From an optimization exercise on the open Yosys and OpenROAD flow, aimed at small area, a short achievable clock period and few clock cycles; shortcuts taken in it are not production practice. The RTL of this run was laid out without a check of its function.

==> design.v <==
module sbg_xor2 (input wire a, input wire b, output wire y);
    assign y = a ^ b;
endmodule
module sbg_xnor2 (input wire a, input wire b, output wire y);
    assign y = ~(a ^ b);
endmodule
module sbg_nand2 (input wire a, input wire b, output wire y);
    assign y = ~(a & b);
endmodule
module sbg_nand2b (input wire an, input wire b, output wire y);
    assign y = ~(~an & b);
endmodule
module sbg_aoi222 (input wire a, input wire b, input wire c, input wire d,
                   input wire e, input wire f, output wire y);
    assign y = ~((a & b) | (c & d) | (e & f));
endmodule
module xor8 (input wire [7:0] a, input wire [7:0] b, output wire [7:0] y);
    genvar i;
    generate
        for (i = 0; i < 8; i = i + 1) begin : g
            sbg_xor2 u (.a(a[i]), .b(b[i]), .y(y[i]));
        end
    endgenerate
endmodule
module xtime8 (input wire [7:0] a, output wire [7:0] y);
    assign y[0] = a[7];
    sbg_xor2 u1 (.a(a[0]), .b(a[7]), .y(y[1]));
    assign y[2] = a[1];
    sbg_xor2 u3 (.a(a[2]), .b(a[7]), .y(y[3]));
    sbg_xor2 u4 (.a(a[3]), .b(a[7]), .y(y[4]));
    assign y[7:5] = a[6:4];
endmodule
module sbg_aoi22 (input wire a, input wire b, input wire c, input wire d, output wire y);
    assign y = ~((a & b) | (c & d));
endmodule
module sbg_mux2 (input wire a, input wire b, input wire s, output wire y);
    assign y = s ? b : a;
endmodule
module sbg_ao22 (input wire a, input wire b, input wire c, input wire d, output wire y);
    assign y = (a & b) | (c & d);
endmodule
module aes_sbox (
    input  wire [7:0] a,
    output wire [7:0] y
);
    wire U0 = a[7], U1 = a[6], U2 = a[5], U3 = a[4];
    wire U4 = a[3], U5 = a[2], U6 = a[1], U7 = a[0];
    wire T1, T2, T3, T4, T5, T6, T7, T8, T9, T10, T11, T12;
    wire T13, T14, T15, T16, T17, T18, T19, T20, T21, T22, T23, T24;
    wire T25, T26, T27, M1, M2, M3, M4, M5, M6, M7, M8, M9;
    wire M10, M11, M12, M13, M14, M15, M16, M17, M18, M19, M20, M21;
    wire M22, M23, M24, M25, M26, M27, M28, M29, M30, M31, M32, M33;
    wire M34, M35, M36, M37, M38, M39, M40, F1, F2, F3, F4, F5;
    wire F6, F7, F8, F9, F10, F11, F12, F13, F14, F15, F16, F17;
    wire F18, F19, F20, F21, F22, F23, F24, F25, F26, F27, F28, F29;
    wire F30, P0_0, P0_1, P0_2, P0_3, Q0_0, Q0_1, P1_0, P1_1, P1_2, P1_3, Q1_0;
    wire Q1_1, P2_0, P2_1, P2_2, P2_3, Q2_0, Q2_1, P3_0, P3_1, P3_2, P3_3, Q3_0;
    wire Q3_1, P4_0, P4_1, P4_2, P4_3, Q4_0, Q4_1, P5_0, P5_1, P5_2, P5_3, Q5_0;
    wire Q5_1, P6_0, P6_1, P6_2, P6_3, Q6_0, Q6_1, P7_0, P7_1, P7_2, P7_3, Q7_0;
    wire Q7_1;
    sbg_xor2 g_T1 (.a(U0), .b(U3), .y(T1));
    sbg_xor2 g_T2 (.a(U0), .b(U5), .y(T2));
    sbg_xor2 g_T3 (.a(U0), .b(U6), .y(T3));
    sbg_xor2 g_T4 (.a(U3), .b(U5), .y(T4));
    sbg_xor2 g_T5 (.a(U4), .b(U6), .y(T5));
    sbg_xor2 g_T6 (.a(T1), .b(T5), .y(T6));
    sbg_xor2 g_T7 (.a(U1), .b(U2), .y(T7));
    sbg_xor2 g_T8 (.a(U7), .b(T6), .y(T8));
    sbg_xor2 g_T9 (.a(U7), .b(T7), .y(T9));
    sbg_xor2 g_T10 (.a(T6), .b(T7), .y(T10));
    sbg_xor2 g_T11 (.a(U1), .b(U5), .y(T11));
    sbg_xor2 g_T12 (.a(U2), .b(U5), .y(T12));
    sbg_xor2 g_T13 (.a(T3), .b(T4), .y(T13));
    sbg_xor2 g_T14 (.a(T6), .b(T11), .y(T14));
    sbg_xor2 g_T15 (.a(T5), .b(T11), .y(T15));
    sbg_xor2 g_T16 (.a(T5), .b(T12), .y(T16));
    sbg_xor2 g_T17 (.a(T9), .b(T16), .y(T17));
    sbg_xor2 g_T18 (.a(U3), .b(U7), .y(T18));
    sbg_xor2 g_T19 (.a(T7), .b(T18), .y(T19));
    sbg_xor2 g_T20 (.a(T1), .b(T19), .y(T20));
    sbg_xor2 g_T21 (.a(U6), .b(U7), .y(T21));
    sbg_xor2 g_T22 (.a(T7), .b(T21), .y(T22));
    sbg_xor2 g_T23 (.a(T2), .b(T22), .y(T23));
    sbg_xor2 g_T24 (.a(T2), .b(T10), .y(T24));
    sbg_xor2 g_T25 (.a(T20), .b(T17), .y(T25));
    sbg_xor2 g_T26 (.a(T3), .b(T16), .y(T26));
    sbg_xor2 g_T27 (.a(T1), .b(T12), .y(T27));
    sbg_nand2 g_M1 (.a(T13), .b(T6), .y(M1));
    sbg_nand2 g_M2 (.a(T23), .b(T8), .y(M2));
    sbg_xnor2 g_M3 (.a(T14), .b(M1), .y(M3));
    sbg_nand2 g_M4 (.a(T19), .b(U7), .y(M4));
    sbg_xor2 g_M5 (.a(M4), .b(M1), .y(M5));
    sbg_nand2 g_M6 (.a(T3), .b(T16), .y(M6));
    sbg_nand2 g_M7 (.a(T22), .b(T9), .y(M7));
    sbg_xnor2 g_M8 (.a(T26), .b(M6), .y(M8));
    sbg_nand2 g_M9 (.a(T20), .b(T17), .y(M9));
    sbg_xor2 g_M10 (.a(M9), .b(M6), .y(M10));
    sbg_nand2 g_M11 (.a(T1), .b(T15), .y(M11));
    sbg_nand2 g_M12 (.a(T4), .b(T27), .y(M12));
    sbg_xor2 g_M13 (.a(M12), .b(M11), .y(M13));
    sbg_nand2 g_M14 (.a(T2), .b(T10), .y(M14));
    sbg_xor2 g_M15 (.a(M14), .b(M11), .y(M15));
    sbg_xnor2 g_M16 (.a(M3), .b(M2), .y(M16));
    sbg_xor2 g_M17 (.a(M5), .b(T24), .y(M17));
    sbg_xnor2 g_M18 (.a(M8), .b(M7), .y(M18));
    sbg_xor2 g_M19 (.a(M10), .b(M15), .y(M19));
    sbg_xor2 g_M20 (.a(M16), .b(M13), .y(M20));
    sbg_xor2 g_M21 (.a(M17), .b(M15), .y(M21));
    sbg_xor2 g_M22 (.a(M18), .b(M13), .y(M22));
    sbg_xor2 g_M23 (.a(M19), .b(T25), .y(M23));
    sbg_xor2 g_M24 (.a(M22), .b(M23), .y(M24));
    sbg_nand2 g_M25 (.a(M22), .b(M20), .y(M25));
    sbg_xnor2 g_M26 (.a(M21), .b(M25), .y(M26));
    sbg_xor2 g_M27 (.a(M20), .b(M21), .y(M27));
    sbg_xnor2 g_M28 (.a(M23), .b(M25), .y(M28));
    sbg_nand2 g_M29 (.a(M28), .b(M27), .y(M29));
    sbg_nand2 g_M30 (.a(M26), .b(M24), .y(M30));
    sbg_nand2 g_M31 (.a(M20), .b(M23), .y(M31));
    sbg_nand2b g_M32 (.an(M31), .b(M27), .y(M32));
    sbg_xnor2 g_M33 (.a(M27), .b(M25), .y(M33));
    sbg_nand2 g_M34 (.a(M21), .b(M22), .y(M34));
    sbg_nand2b g_M35 (.an(M34), .b(M24), .y(M35));
    sbg_xnor2 g_M36 (.a(M24), .b(M25), .y(M36));
    sbg_xnor2 g_M37 (.a(M21), .b(M29), .y(M37));
    sbg_xnor2 g_M38 (.a(M32), .b(M33), .y(M38));
    sbg_xnor2 g_M39 (.a(M23), .b(M30), .y(M39));
    sbg_xnor2 g_M40 (.a(M35), .b(M36), .y(M40));
    sbg_xor2 g_F1 (.a(T12), .b(T2), .y(F1));
    sbg_xor2 g_F2 (.a(F1), .b(T1), .y(F2));
    sbg_xor2 g_F3 (.a(F2), .b(T7), .y(F3));
    sbg_xor2 g_F4 (.a(F3), .b(T27), .y(F4));
    sbg_xor2 g_F5 (.a(F4), .b(T13), .y(F5));
    sbg_xor2 g_F6 (.a(F5), .b(T10), .y(F6));
    sbg_xor2 g_F7 (.a(F6), .b(T8), .y(F7));
    sbg_xor2 g_F8 (.a(F1), .b(T5), .y(F8));
    sbg_xor2 g_F9 (.a(F8), .b(T9), .y(F9));
    sbg_xor2 g_F10 (.a(F9), .b(T18), .y(F10));
    sbg_xor2 g_F11 (.a(F2), .b(T20), .y(F11));
    sbg_xor2 g_F12 (.a(F11), .b(T26), .y(F12));
    sbg_xor2 g_F13 (.a(F8), .b(T19), .y(F13));
    sbg_xor2 g_F14 (.a(F13), .b(T25), .y(F14));
    sbg_xor2 g_F15 (.a(F14), .b(F6), .y(F15));
    sbg_xor2 g_F16 (.a(F14), .b(F2), .y(F16));
    sbg_xor2 g_F17 (.a(F16), .b(F9), .y(F17));
    sbg_xor2 g_F18 (.a(F17), .b(F5), .y(F18));
    sbg_xor2 g_F19 (.a(F16), .b(F8), .y(F19));
    sbg_xor2 g_F20 (.a(F19), .b(F6), .y(F20));
    sbg_xor2 g_F21 (.a(F3), .b(T17), .y(F21));
    sbg_xor2 g_F22 (.a(F16), .b(F21), .y(F22));
    sbg_xor2 g_F23 (.a(F12), .b(F22), .y(F23));
    sbg_xor2 g_F24 (.a(F21), .b(T11), .y(F24));
    sbg_xor2 g_F25 (.a(F22), .b(T23), .y(F25));
    sbg_xor2 g_F26 (.a(F5), .b(T6), .y(F26));
    sbg_xor2 g_F27 (.a(F10), .b(T5), .y(F27));
    sbg_xor2 g_F28 (.a(F27), .b(T16), .y(F28));
    sbg_xor2 g_F29 (.a(F28), .b(T6), .y(F29));
    sbg_xor2 g_F30 (.a(F21), .b(F6), .y(F30));
    sbg_nand2 g_P0_0 (.a(M37), .b(F20), .y(P0_0));
    sbg_nand2 g_P0_1 (.a(M38), .b(F13), .y(P0_1));
    sbg_nand2 g_P0_2 (.a(M39), .b(F21), .y(P0_2));
    sbg_nand2 g_P0_3 (.a(M40), .b(F17), .y(P0_3));
    sbg_xor2 g_Q0_0 (.a(P0_0), .b(P0_1), .y(Q0_0));
    sbg_xor2 g_Q0_1 (.a(P0_2), .b(P0_3), .y(Q0_1));
    sbg_xnor2 g_y0 (.a(Q0_0), .b(Q0_1), .y(y[0]));
    sbg_nand2 g_P1_0 (.a(M37), .b(F15), .y(P1_0));
    sbg_nand2 g_P1_1 (.a(M38), .b(F10), .y(P1_1));
    sbg_nand2 g_P1_2 (.a(M39), .b(F2), .y(P1_2));
    sbg_nand2 g_P1_3 (.a(M40), .b(F22), .y(P1_3));
    sbg_xor2 g_Q1_0 (.a(P1_0), .b(P1_1), .y(Q1_0));
    sbg_xor2 g_Q1_1 (.a(P1_2), .b(P1_3), .y(Q1_1));
    sbg_xnor2 g_y1 (.a(Q1_0), .b(Q1_1), .y(y[1]));
    sbg_nand2 g_P2_0 (.a(M37), .b(F12), .y(P2_0));
    sbg_nand2 g_P2_1 (.a(M38), .b(F30), .y(P2_1));
    sbg_nand2 g_P2_2 (.a(M39), .b(F10), .y(P2_2));
    sbg_nand2 g_P2_3 (.a(M40), .b(F23), .y(P2_3));
    sbg_xor2 g_Q2_0 (.a(P2_0), .b(P2_1), .y(Q2_0));
    sbg_xor2 g_Q2_1 (.a(P2_2), .b(P2_3), .y(Q2_1));
    sbg_xor2 g_y2 (.a(Q2_0), .b(Q2_1), .y(y[2]));
    sbg_nand2 g_P3_0 (.a(M37), .b(F9), .y(P3_0));
    sbg_nand2 g_P3_1 (.a(M38), .b(F14), .y(P3_1));
    sbg_nand2 g_P3_2 (.a(M39), .b(F7), .y(P3_2));
    sbg_nand2 g_P3_3 (.a(M40), .b(F28), .y(P3_3));
    sbg_xor2 g_Q3_0 (.a(P3_0), .b(P3_1), .y(Q3_0));
    sbg_xor2 g_Q3_1 (.a(P3_2), .b(P3_3), .y(Q3_1));
    sbg_xor2 g_y3 (.a(Q3_0), .b(Q3_1), .y(y[3]));
    sbg_nand2 g_P4_0 (.a(M37), .b(F8), .y(P4_0));
    sbg_nand2 g_P4_1 (.a(M38), .b(F24), .y(P4_1));
    sbg_nand2 g_P4_2 (.a(M39), .b(F6), .y(P4_2));
    sbg_nand2 g_P4_3 (.a(M40), .b(F29), .y(P4_3));
    sbg_xor2 g_Q4_0 (.a(P4_0), .b(P4_1), .y(Q4_0));
    sbg_xor2 g_Q4_1 (.a(P4_2), .b(P4_3), .y(Q4_1));
    sbg_xor2 g_y4 (.a(Q4_0), .b(Q4_1), .y(y[4]));
    sbg_nand2 g_P5_0 (.a(M37), .b(F25), .y(P5_0));
    sbg_nand2 g_P5_1 (.a(M38), .b(F18), .y(P5_1));
    sbg_nand2 g_P5_2 (.a(M39), .b(F16), .y(P5_2));
    sbg_nand2 g_P5_3 (.a(M40), .b(F4), .y(P5_3));
    sbg_xor2 g_Q5_0 (.a(P5_0), .b(P5_1), .y(Q5_0));
    sbg_xor2 g_Q5_1 (.a(P5_2), .b(P5_3), .y(Q5_1));
    sbg_xnor2 g_y5 (.a(Q5_0), .b(Q5_1), .y(y[5]));
    sbg_nand2 g_P6_0 (.a(M37), .b(T24), .y(P6_0));
    sbg_nand2 g_P6_1 (.a(M38), .b(F1), .y(P6_1));
    sbg_nand2 g_P6_2 (.a(M39), .b(F5), .y(P6_2));
    sbg_nand2 g_P6_3 (.a(M40), .b(F27), .y(P6_3));
    sbg_xor2 g_Q6_0 (.a(P6_0), .b(P6_1), .y(Q6_0));
    sbg_xor2 g_Q6_1 (.a(P6_2), .b(P6_3), .y(Q6_1));
    sbg_xnor2 g_y6 (.a(Q6_0), .b(Q6_1), .y(y[6]));
    sbg_nand2 g_P7_0 (.a(M37), .b(F3), .y(P7_0));
    sbg_nand2 g_P7_1 (.a(M38), .b(F19), .y(P7_1));
    sbg_nand2 g_P7_2 (.a(M39), .b(F26), .y(P7_2));
    sbg_nand2 g_P7_3 (.a(M40), .b(F11), .y(P7_3));
    sbg_xor2 g_Q7_0 (.a(P7_0), .b(P7_1), .y(Q7_0));
    sbg_xor2 g_Q7_1 (.a(P7_2), .b(P7_3), .y(Q7_1));
    sbg_xor2 g_y7 (.a(Q7_0), .b(Q7_1), .y(y[7]));
endmodule
module sbg_a21oi (input wire a, input wire b, input wire c, output wire y);
    assign y = ~((a & b) | c);
endmodule
module ite_cmac (
    input  wire         clk,
    input  wire         rst,
    output reg          ready,
    input  wire         key_load,
    input  wire [255:0] key,
    output reg          kcv_valid,
    output wire [23:0]  kcv,
    input  wire         msg_start,
    input  wire [15:0]  tenant,
    input  wire [15:0]  ns,
    input  wire [63:0]  lba,
    input  wire [31:0]  zgen,
    input  wire [31:0]  key_id,
    input  wire         blk_valid,
    output reg          blk_ready,
    input  wire [127:0] blk_data,
    output reg          tag_valid,
    output wire [127:0] tag
);
    localparam [1:0] K_L   = 2'd0,     
                     K_KCV = 2'd1,     
                     K_MSG = 2'd2;     
    reg          busy;         
    reg          waiting;      
    reg          kstart;       
    reg          kcap;         
    reg          k1start;      
    reg  [1:0]   kind;
    reg  [3:0]   rnd;          
    reg          last;         
    reg  [8:0]   blk;          
    reg  [127:0] state;        
    reg  [255:0] key_r;        
    reg  [255:0] kw;           
    reg  [127:0] k1;           
    reg  [31:0]  kid;          
    function [7:0] xtime;
        input [7:0] b;
        xtime = {b[6:0], 1'b0} ^ (b[7] ? 8'h1b : 8'h00);
    endfunction
    function [15:0] le16;
        input [15:0] v;
        le16 = {v[7:0], v[15:8]};
    endfunction
    function [31:0] le32;
        input [31:0] v;
        le32 = {v[7:0], v[15:8], v[23:16], v[31:24]};
    endfunction
    function [63:0] le64;
        input [63:0] v;
        le64 = {le32(v[31:0]), le32(v[63:32])};
    endfunction
    genvar g;
    wire [31:0] kw_last = kw[31:0];
    wire [31:0] kw_sub;
    aes_sbox u_ks0 (.a(kw_last[31:24]), .y(kw_sub[31:24]));
    aes_sbox u_ks1 (.a(kw_last[23:16]), .y(kw_sub[23:16]));
    aes_sbox u_ks2 (.a(kw_last[15:8]),  .y(kw_sub[15:8]));
    aes_sbox u_ks3 (.a(kw_last[7:0]),   .y(kw_sub[7:0]));
    reg [7:0] rcon;
    always @(*) begin
        case (rnd[3:1])
            3'd0:    rcon = 8'h01;    
            3'd1:    rcon = 8'h02;    
            3'd2:    rcon = 8'h04;
            3'd3:    rcon = 8'h08;
            3'd4:    rcon = 8'h10;
            3'd5:    rcon = 8'h20;
            default: rcon = 8'h40;    
        endcase
    end
    wire [31:0] kt  = rnd[0] ? ({kw_sub[23:0], kw_sub[31:24]} ^ {rcon, 24'h0}) : kw_sub;
    wire [31:0] p1  = kw[255:224] ^ kw[223:192];
    wire [31:0] p2  = p1 ^ kw[191:160];
    wire [31:0] p3  = p2 ^ kw[159:128];
    wire [127:0] kw_nx;
    generate
        for (g = 0; g < 32; g = g + 1) begin : g_nw
            sbg_xor2 u_n0 (.a(kw[224+g]), .b(kt[g]), .y(kw_nx[96+g]));
            sbg_xor2 u_n1 (.a(p1[g]),     .b(kt[g]), .y(kw_nx[64+g]));
            sbg_xor2 u_n2 (.a(p2[g]),     .b(kt[g]), .y(kw_nx[32+g]));
            sbg_xor2 u_n3 (.a(p3[g]),     .b(kt[g]), .y(kw_nx[g]));
        end
    endgenerate
    wire [127:0] rk_cur = kw[127:0];
    wire [127:0] rk0    = key_r[255:128];
    wire [127:0] sb;
    generate
        for (g = 0; g < 16; g = g + 1) begin : g_sb
            aes_sbox u_sb (.a(state[127-8*g -: 8]), .y(sb[127-8*g -: 8]));
        end
    endgenerate
    wire [127:0] sr;
    genvar c, r;
    generate
        for (c = 0; c < 4; c = c + 1) begin : g_sr_c
            for (r = 0; r < 4; r = r + 1) begin : g_sr_r
                assign sr[127-8*(4*c+r) -: 8] = sb[127-8*(4*((c+r)%4)+r) -: 8];
            end
        end
    endgenerate
    wire [127:0] mc;
    generate
        for (c = 0; c < 4; c = c + 1) begin : g_mc
            wire [7:0] a0 = sr[127-32*c    -: 8];
            wire [7:0] a1 = sr[127-32*c-8  -: 8];
            wire [7:0] a2 = sr[127-32*c-16 -: 8];
            wire [7:0] a3 = sr[127-32*c-24 -: 8];
            wire [7:0] s01, s12, s23, s30, u0, u1, u2, u3, x0, x1, x2, x3;
            xor8   u_s01 (.a(a0), .b(a1), .y(s01));
            xor8   u_s12 (.a(a1), .b(a2), .y(s12));
            xor8   u_s23 (.a(a2), .b(a3), .y(s23));
            xor8   u_s30 (.a(a3), .b(a0), .y(s30));
            xor8   u_u0  (.a(a1), .b(s23), .y(u0));
            xor8   u_u1  (.a(a2), .b(s30), .y(u1));
            xor8   u_u2  (.a(a3), .b(s01), .y(u2));
            xor8   u_u3  (.a(a0), .b(s12), .y(u3));
            xtime8 u_x0  (.a(s01), .y(x0));
            xtime8 u_x1  (.a(s12), .y(x1));
            xtime8 u_x2  (.a(s23), .y(x2));
            xtime8 u_x3  (.a(s30), .y(x3));
            xor8   u_m0  (.a(u0), .b(x0), .y(mc[127-32*c    -: 8]));
            xor8   u_m1  (.a(u1), .b(x1), .y(mc[127-32*c-8  -: 8]));
            xor8   u_m2  (.a(u2), .b(x2), .y(mc[127-32*c-16 -: 8]));
            xor8   u_m3  (.a(u3), .b(x3), .y(mc[127-32*c-24 -: 8]));
        end
    endgenerate
    wire [127:0] hdr0 = {le16(tenant), le16(ns), le64(lba), le32(zgen)};
    wire [127:0] hdr1 = {le32(kid), 96'h0};
    wire msg_blk_end = busy && last && (kind == K_MSG);
    wire want_data   = waiting || (msg_blk_end && (blk != 9'd0) && (blk != 9'd257));
    wire take_data   = want_data && blk_valid;
    wire take_hdr1   = msg_blk_end && (blk == 9'd0);
    wire take_hdr0   = ready && !key_load && msg_start;
    wire last_data   = (blk == 9'd256);    
    wire         x_en   = ready || take_hdr1 || want_data || kstart || k1start;
    wire         k1_sel = k1start || (want_data && last_data);
    wire         w_en   = !want_data || blk_valid;
    wire         sel_mc = busy && !last;
    wire         sel_sr = busy && last;
    wire [127:0] n_rk, n_rk0, n_k1, n_in, w_1, w_x, n_w, z_add;
    wire [127:0] y_t, y_n, state_nx;
    generate
        for (g = 0; g < 128; g = g + 1) begin : g_nx
            sbg_nand2 u_a (.a(busy),   .b(rk_cur[g]), .y(n_rk[g]));
            sbg_nand2 u_b (.a(x_en),   .b(rk0[g]),    .y(n_rk0[g]));
            sbg_nand2 u_c (.a(k1_sel), .b(k1[g]),     .y(n_k1[g]));
            sbg_xor2  u_w1 (.a(n_rk0[g]), .b(n_k1[g]), .y(w_1[g]));
            if (g >= 96) begin : g_h1
                sbg_aoi222 u_d (.a(ready), .b(hdr0[g]), .c(want_data), .d(blk_data[g]),
                                .e(take_hdr1), .f(hdr1[g]), .y(n_in[g]));
                sbg_xnor2  u_w2 (.a(w_1[g]), .b(n_in[g]), .y(w_x[g]));
            end else begin : g_h0
                sbg_ao22   u_d (.a(ready), .b(hdr0[g]), .c(want_data), .d(blk_data[g]),
                                .y(n_in[g]));
                sbg_xor2   u_w2 (.a(w_1[g]), .b(n_in[g]), .y(w_x[g]));
            end
            sbg_nand2  u_g (.a(w_en), .b(w_x[g]), .y(n_w[g]));
            sbg_xor2   u_z (.a(n_rk[g]), .b(n_w[g]), .y(z_add[g]));
            sbg_ao22   u_t (.a(sel_sr), .b(sr[g]), .c(waiting), .d(state[g]), .y(y_t[g]));
            sbg_a21oi  u_y (.a(sel_mc), .b(mc[g]), .c(y_t[g]), .y(y_n[g]));
            sbg_xnor2  u_n (.a(y_n[g]), .b(z_add[g]), .y(state_nx[g]));
        end
    endgenerate
    wire kw_reload = !busy || last;
    wire kw_keep   = !kw_reload;
    wire [127:0] L_dbl = {state[126:0], 1'b0} ^ (state[127] ? 128'h87 : 128'h0);
    wire [255:0] kw_in = {kw[127:0], kw_nx};
    wire [255:0] kw_d;
    generate
        for (g = 0; g < 256; g = g + 1) begin : g_kw
            sbg_ao22 u_m (.a(kw_in[g]), .b(kw_keep), .c(key_r[g]), .d(kw_reload), .y(kw_d[g]));
        end
    endgenerate
    assign tag = state;
    assign kcv = {state[111:104], state[119:112], state[127:120]};
    always @(posedge clk) begin
        state <= state_nx;
        kw    <= kw_d;
        if (ready && key_load) key_r <= key;
        if (ready) kid <= key_id;
        if (kcap) k1 <= L_dbl;
    end
    always @(posedge clk) begin
        if (rst) begin
            ready     <= 1'b1;
            busy      <= 1'b0;
            waiting   <= 1'b0;
            kstart    <= 1'b0;
            kcap      <= 1'b0;
            k1start   <= 1'b0;
            kind      <= K_L;
            rnd       <= 4'd1;
            last      <= 1'b0;
            blk       <= 9'd0;
            blk_ready <= 1'b0;
            kcv_valid <= 1'b0;
            tag_valid <= 1'b0;
        end else begin
            kcv_valid <= 1'b0;
            tag_valid <= 1'b0;
            kstart    <= 1'b0;
            kcap      <= 1'b0;
            k1start   <= kcap;
            if (ready && key_load) begin
                ready  <= 1'b0;
                kstart <= 1'b1;
            end else if (take_hdr0) begin
                ready <= 1'b0;
                busy  <= 1'b1;
                kind  <= K_MSG;
                blk   <= 9'd0;
                rnd   <= 4'd1;
                last  <= 1'b0;
            end
            if (kstart || k1start) begin
                busy <= 1'b1;
                kind <= kstart ? K_L : K_KCV;
                rnd  <= 4'd1;
                last <= 1'b0;
            end
            if (waiting && blk_valid) begin
                waiting   <= 1'b0;
                blk       <= blk + 9'd1;
                blk_ready <= 1'b0;
                busy      <= 1'b1;
                rnd       <= 4'd1;
                last      <= 1'b0;
            end
            if (busy) begin
                if (!last) begin
                    rnd  <= rnd + 4'd1;
                    last <= (rnd == 4'd13);
                    if (rnd == 4'd13 && kind == K_MSG && blk != 9'd0 && blk != 9'd257)
                        blk_ready <= 1'b1;
                end else begin
                    rnd  <= 4'd1;
                    last <= 1'b0;
                    case (kind)
                        K_L: begin
                            busy <= 1'b0;
                            kcap <= 1'b1;
                        end
                        K_KCV: begin
                            busy      <= 1'b0;
                            kcv_valid <= 1'b1;
                            ready     <= 1'b1;
                        end
                        default: begin
                            if (blk == 9'd257) begin
                                busy      <= 1'b0;
                                tag_valid <= 1'b1;
                                ready     <= 1'b1;
                            end else begin
                                if (blk == 9'd0) begin
                                    blk <= 9'd1;
                                end else if (blk_valid) begin
                                    blk       <= blk + 9'd1;
                                    blk_ready <= 1'b0;
                                end else begin
                                    busy    <= 1'b0;
                                    waiting <= 1'b1;
                                end
                            end
                        end
                    endcase
                end
            end
        end
    end
endmodule
==> flow/run.sh <==
#!/bin/bash
set -o pipefail
export BUFFER_PORTS_ARGS="-buffer_cell sky130_fd_sc_hd__buf_1"
bash standard.sh finish > standard_flow.log 2>&1
status=$?
echo "standard.sh exit status $status"
exit $status
==> standard.sh <==
#!/bin/bash
# synth_recipe.tcl (not shown) runs the flow's synth.tcl, then flattens the netlist and writes it again
# the make line also repeats each setting of config.mk as NAME=value (left out here)
make -C /OpenROAD-flow-scripts/flow DESIGN_CONFIG=/design/flow/config.mk WORK_HOME=/design/flow/orfs CLKGATE_MAP_FILE= SYNTH_SCRIPT=/design/flow/synth_recipe.tcl "${@:-finish}"
==> config.mk <==
export PLATFORM = sky130hd
export DESIGN_NAME = ite_cmac
export DESIGN_NICKNAME = ite_cmac
export VERILOG_FILES = /design/flow/design.v
export SDC_FILE = /design/flow/constraint.sdc
export NUM_CORES = 4
export LEC_CHECK = 0
export CAP_MARGIN = 20
export CELL_PAD_IN_SITES_DETAIL_PLACEMENT = 0
export CELL_PAD_IN_SITES_GLOBAL_PLACEMENT = 0
export CORE_MARGIN = 2
export CORE_UTILIZATION = 50
export PLACE_DENSITY = 0.65
export SETUP_SLACK_MARGIN = 4.5
export SLEW_MARGIN = 20
export SYNTH_HIERARCHICAL = 1
==> constraint.sdc <==
create_clock -name core_clock -period 10.0 [get_ports {clk}]
set_input_delay 2.0000 -clock core_clock [delete_from_list [all_inputs] [get_ports {clk}]]
set_output_delay 2.0000 -clock core_clock [all_outputs]
set_load 0.01 [all_outputs]
==> key figures <==
CTS
  • TritonCTS clock tree: built
  • Clk Latency, worst-skew pair: 750 ps
  • Total CTS buffers: 97
  • Clock root cell: sky130_fd_sc_hd__clkbuf_16
  • TritonCTS sink count: 825
  • CTS clk-pin slew, worst paths: 60 ps
  • Count of hold buffers inserted by post-cts repair: 0
  • Number of levels in the clock H-tree: 3
  • Bufs on Longest Clock Path: 3

Detailed routing
  • Count of routing violations after the opening detailed-route iteration: 5257
  • Number of nets still failing antenna checks after routing: 0
  • Routed wire length: 246.2 mm
  • Via count: 50820
  • DR pass1 iterations: 7
  • Final routed wire length divided by cell count: 26.79 um
  • Via density: 5.530
  • Remaining routing DRC violations: 0

Synthesis
  • Most frequently used flop master after synthesis: sky130_fd_sc_hd__edfxtp_1
  • Mapped Cells: 6647
  • Post-Synthesis Mean Instance Area: 9.586 um^2
  • Ys async rst share: 0
  • Post-synth top area cell: sky130_fd_sc_hd__xor2_1
  • Syn Nets: 7201
  • Most common library cells after synthesis: 2796 x sky130_fd_sc_hd__xor2_1, 1447 x sky130_fd_sc_hd__nand2_1, 487 x sky130_fd_sc_hd__xnor2_1
  • Top-count cell post-synth: sky130_fd_sc_hd__xor2_1
  • Number of distinct standard cells referenced by the synthesized netlist: 54
  • Flip-flop and latch count after synthesis: 825
  • Sequential cell area fraction in the yosys report: 0.3246
  • Count of flip-flops with a built-in enable after synthesis: 416
  • Number of warnings reported in the yosys synthesis log: 7
  • Cells taking the most area after synthesis: sky130_fd_sc_hd__xor2_1 38%, sky130_fd_sc_hd__edfxtp_1 20%, sky130_fd_sc_hd__dfxtp_1 13%
  • Fraction of post-synthesis cell area in the top cell type by area: 0.3843
  • Netlist Area Pre-Place: 63720 um^2

Final layout
  • Final-stage net count: 8005
  • Ratio of cells with drive above 1 in the final layout: 0.1663
  • Synth-to-layout area growth: 23.05%

Timing
  • Largest clock skew in the final design: 42.43 ps
  • Highest achievable clock rate: 0.1840 GHz
  • # setup viols final: 0
  • Unrepaired setup endpoints after global routing: yes
  • Ratio of final minimum period to clock period: 0.5434
  • Actual transition at the worst max-transition pin: 1196 ps
  • Final Max Tran Viols: 0
  • Setup WS post-layout: 4566 ps
  • Final-layout setup total negative slack: 0 ps
  • Relative max-transition margin: 0.2002
  • Crit path time final: 5434 ps
  • Final Hold Vio Count: 0

Floorplanning
  • X dimension of the die: 361.0 um
  • Initial core utilization: 0.5055
  • CORE AREA: 126100 um^2
  • Number of rows in the core area: 130
  • Vertical extent of the die: 361.0 um
  • Boundary pin count: 705
  • Die footprint: 130300 um^2

Critical path
  • Arrival time at the worst endpoint: 6050 ps
  • Worst-case register-to-register setup slack: 4570 ps
  • Required time of the critical path: 10610 ps
  • Critical path startpoint category: register
  • Worst setup path start: state[97]$_DFF_P_
  • Top fanout value on the critical path: 8
  • Critical Path End Type: register
  • Worst Setup Path Type: register to register
  • Launch point of the worst reg-to-reg path: state[97]$_DFF_P_

Worst hold path
  • Hold Crit Class: register to register
  • Start point of the worst hold path: key_r[108]$_DFFE_PP_

Placed design
  • Dpl hpwl: 185.7 mm
  • I/O Buffers: 704
  • Worst slack, placed: 2891 ps
  • GPL Wtd Cong: 1.009

Status
  • Status: timing/DRC/antenna clean

GRT
  • Largest net degree at the start of global routing: 124
  • Number of antenna violations at the first check in global routing: 12
  • Vias in the first global route: 48920
  • First-pass GRT wire length: 343.2 mm
  • Gr usage total: 0.3607
  • Overall overflow remaining after global route: 0

Run
  • Total of max-cap violations: 0
stage by stage:
| stage | area [um^2] | instances | util | hold slack (ps) |
|---|---|---|---|---|
| after floorplan | 63750 | 6647 | - | 435.5 |
| after global placement | 67220 | 8815 | 0.5333 | 419.0 |
| after detailed placement | 67220 | 8815 | 0.5333 | 439.8 |
| after CTS | 74430 | 9036 | 0.5904 | 456.8 |
| after global routing | 78400 | 9187 | 0.6219 | 464.9 |
| final | 78410 | 9189 | 0.6220 | 454.2 |
flip-flops by register name, summed over array words and instances, names as in the netlist:
register	cells
blk	9
blk_ready	1
busy	1
k1	128
k1start	1
kcap	1
kcv_valid	1
key_r	256
kid	32
kind	2
kstart	1
kw	256
last	1
ready	1
rnd	4
state	128
tag_valid	1
waiting	1
cells by family (layout without fill, tap and decap cells):
| kind of cell | after synthesis | after routing | share of synthesized area |
|---|---|---|---|
| compound gates | 691 | 691 | 0.09363 |
| other cells | 0 | 3 | 0 |
| mux | 27 | 27 | 0.004732 |
| xor+xnor | 3283 | 3283 | 0.4513 |
| buf+inv | 253 | 1142 | 0.02855 |
| fa+ha+maj | 5 | 5 | 0.0009818 |
| flops | 825 | 825 | 0.3246 |
| simple gates | 1563 | 1563 | 0.09628 |
metal layers:
layer | track usage | part of all wire | up-vias | wire (um)
met1 | 0.4862 | 0.41 | 25100 | 102100
met2 | 0.5676 | 0.45 | 2342 | 111500
li1 | - | - | 22970 | -
met3 | 0.06679 | 0.083 | 395 | 20330
met5 | 0 | 0.00029 | - | 71
met4 | 0.1524 | 0.049 | 12 | 12170
area by class of cell:
class	count	area, um^2
fillers	10640	47650
multi-input cells	5569	47450
clock inverters	62	669.4
clock buffers	122	2665
flip-flops and latches	825	20840
repair buffers	946	4651
inverters	12	63.81
well taps	1650	2064
diodes	3	7.507
Yosys stat by module, one instance, submodules excluded, a selection:
module	times used	cells inside	flip-flops and latches	area, um^2
ite_cmac	1	1283	825	24060
sbg_a21oi	128	1	0	8.758
sbg_ao22	480	1	0	8.758
sbg_aoi222	32	1	0	10.01
sbg_nand2	1432	1	0	3.754
sbg_nand2b	40	1	0	6.256
sbg_xnor2	480	1	0	8.758
sbg_xor2	2692	1	0	8.758
xtime8	16	5	0	37.54
final timing paths:
kind,endpoint,depth (start not counted)
worst max-delay path,state[91]$_DFF_P_,18
worst min-delay path,kw[108]$_DFF_P_,1
worst max register to register,state[91]$_DFF_P_,18
worst min register to register,kw[108]$_DFF_P_,1
what timing repair did:
action | 4_1_cts | 5_1_grt
hold endpoints to repair | 0 | 0
setup endpoints to repair | 253 | 241
pin swaps | 32 | 94
gates resized for setup | 496 | 360
setup buffers | 37 | 150
worst max-delay path, cell delays in order, from the launching register on:
cell	delay, ps
sky130_fd_sc_hd__dfxtp_2	490
sky130_fd_sc_hd__xor2_4	390
sky130_fd_sc_hd__xor2_2	380
sky130_fd_sc_hd__xor2_1	390
sky130_fd_sc_hd__xnor2_1	150
sky130_fd_sc_hd__xnor2_1	260
sky130_fd_sc_hd__xor2_1	310
sky130_fd_sc_hd__nand2_1	220
sky130_fd_sc_hd__xnor2_1	210
sky130_fd_sc_hd__nand2_1	150
sky130_fd_sc_hd__xnor2_4	330
sky130_fd_sc_hd__nand2_1	110
sky130_fd_sc_hd__xor2_1	290
sky130_fd_sc_hd__xor2_2	380
sky130_fd_sc_hd__xor2_1	330
sky130_fd_sc_hd__xor2_1	220
sky130_fd_sc_hd__xor2_1	390
sky130_fd_sc_hd__a21oi_2	120
sky130_fd_sc_hd__xnor2_1	160
cells in the final DEF, fill, tap and decap left out, types with 10 or more instances in the layout:
cell,netlist,final
sky130_fd_sc_hd__xnor2_4,0,60
sky130_fd_sc_hd__edfxtp_1,416,416
sky130_fd_sc_hd__a22o_1,480,480
sky130_fd_sc_hd__buf_12,0,15
sky130_fd_sc_hd__mux2_2,25,18
sky130_fd_sc_hd__xnor2_2,0,83
sky130_fd_sc_hd__clkinv_2,0,16
sky130_fd_sc_hd__clkbuf_1,10,14
sky130_fd_sc_hd__dfxtp_4,0,10
sky130_fd_sc_hd__xor2_2,0,321
sky130_fd_sc_hd__nand2_1,1447,1446
sky130_fd_sc_hd__buf_4,230,226
sky130_fd_sc_hd__o21ai_0,10,10
sky130_fd_sc_hd__nor2_1,23,22
sky130_fd_sc_hd__dfxtp_1,409,301
sky130_fd_sc_hd__a21oi_1,19,12
sky130_fd_sc_hd__dfxtp_2,0,98
sky130_fd_sc_hd__buf_1,0,704
sky130_fd_sc_hd__clkinv_1,0,10
sky130_fd_sc_hd__a21oi_2,128,131
sky130_fd_sc_hd__a222oi_1,32,32
sky130_fd_sc_hd__xor2_1,2796,2372
sky130_fd_sc_hd__xor2_4,0,103
sky130_fd_sc_hd__clkbuf_16,0,100
sky130_fd_sc_hd__nand2b_1,45,44
sky130_fd_sc_hd__xnor2_1,487,344

## static timing again, ports no longer ideal
Ports are ideal in the flow. The routed layout listed here was re-timed in OpenROAD. Step 1, drivers: a clkbuf_16 drives clk and a buf_2 each remaining input, both assumed. Step 2, shift: input delay + t, output delay - t, t = (earliest + latest rising clock arrival at the registers) / 2. This alone moves slack from input paths to output paths. Three values: no drivers, after step 1, after step 2; two values: the first two.
t, ns: 0.816
setup slack, ns: 4.566 / 4.566 / 4.566
hold WS [ns]: 0.454 / 0.454 / 0.454
clock arrival spread, ns: 0.047 / 0.047
worst data-port slew with drivers (ns): 0.26
After both steps this run still meets setup and hold. The setup slack of this run moves by 0.000 ns with the drivers and by 0.000 ns with both steps.
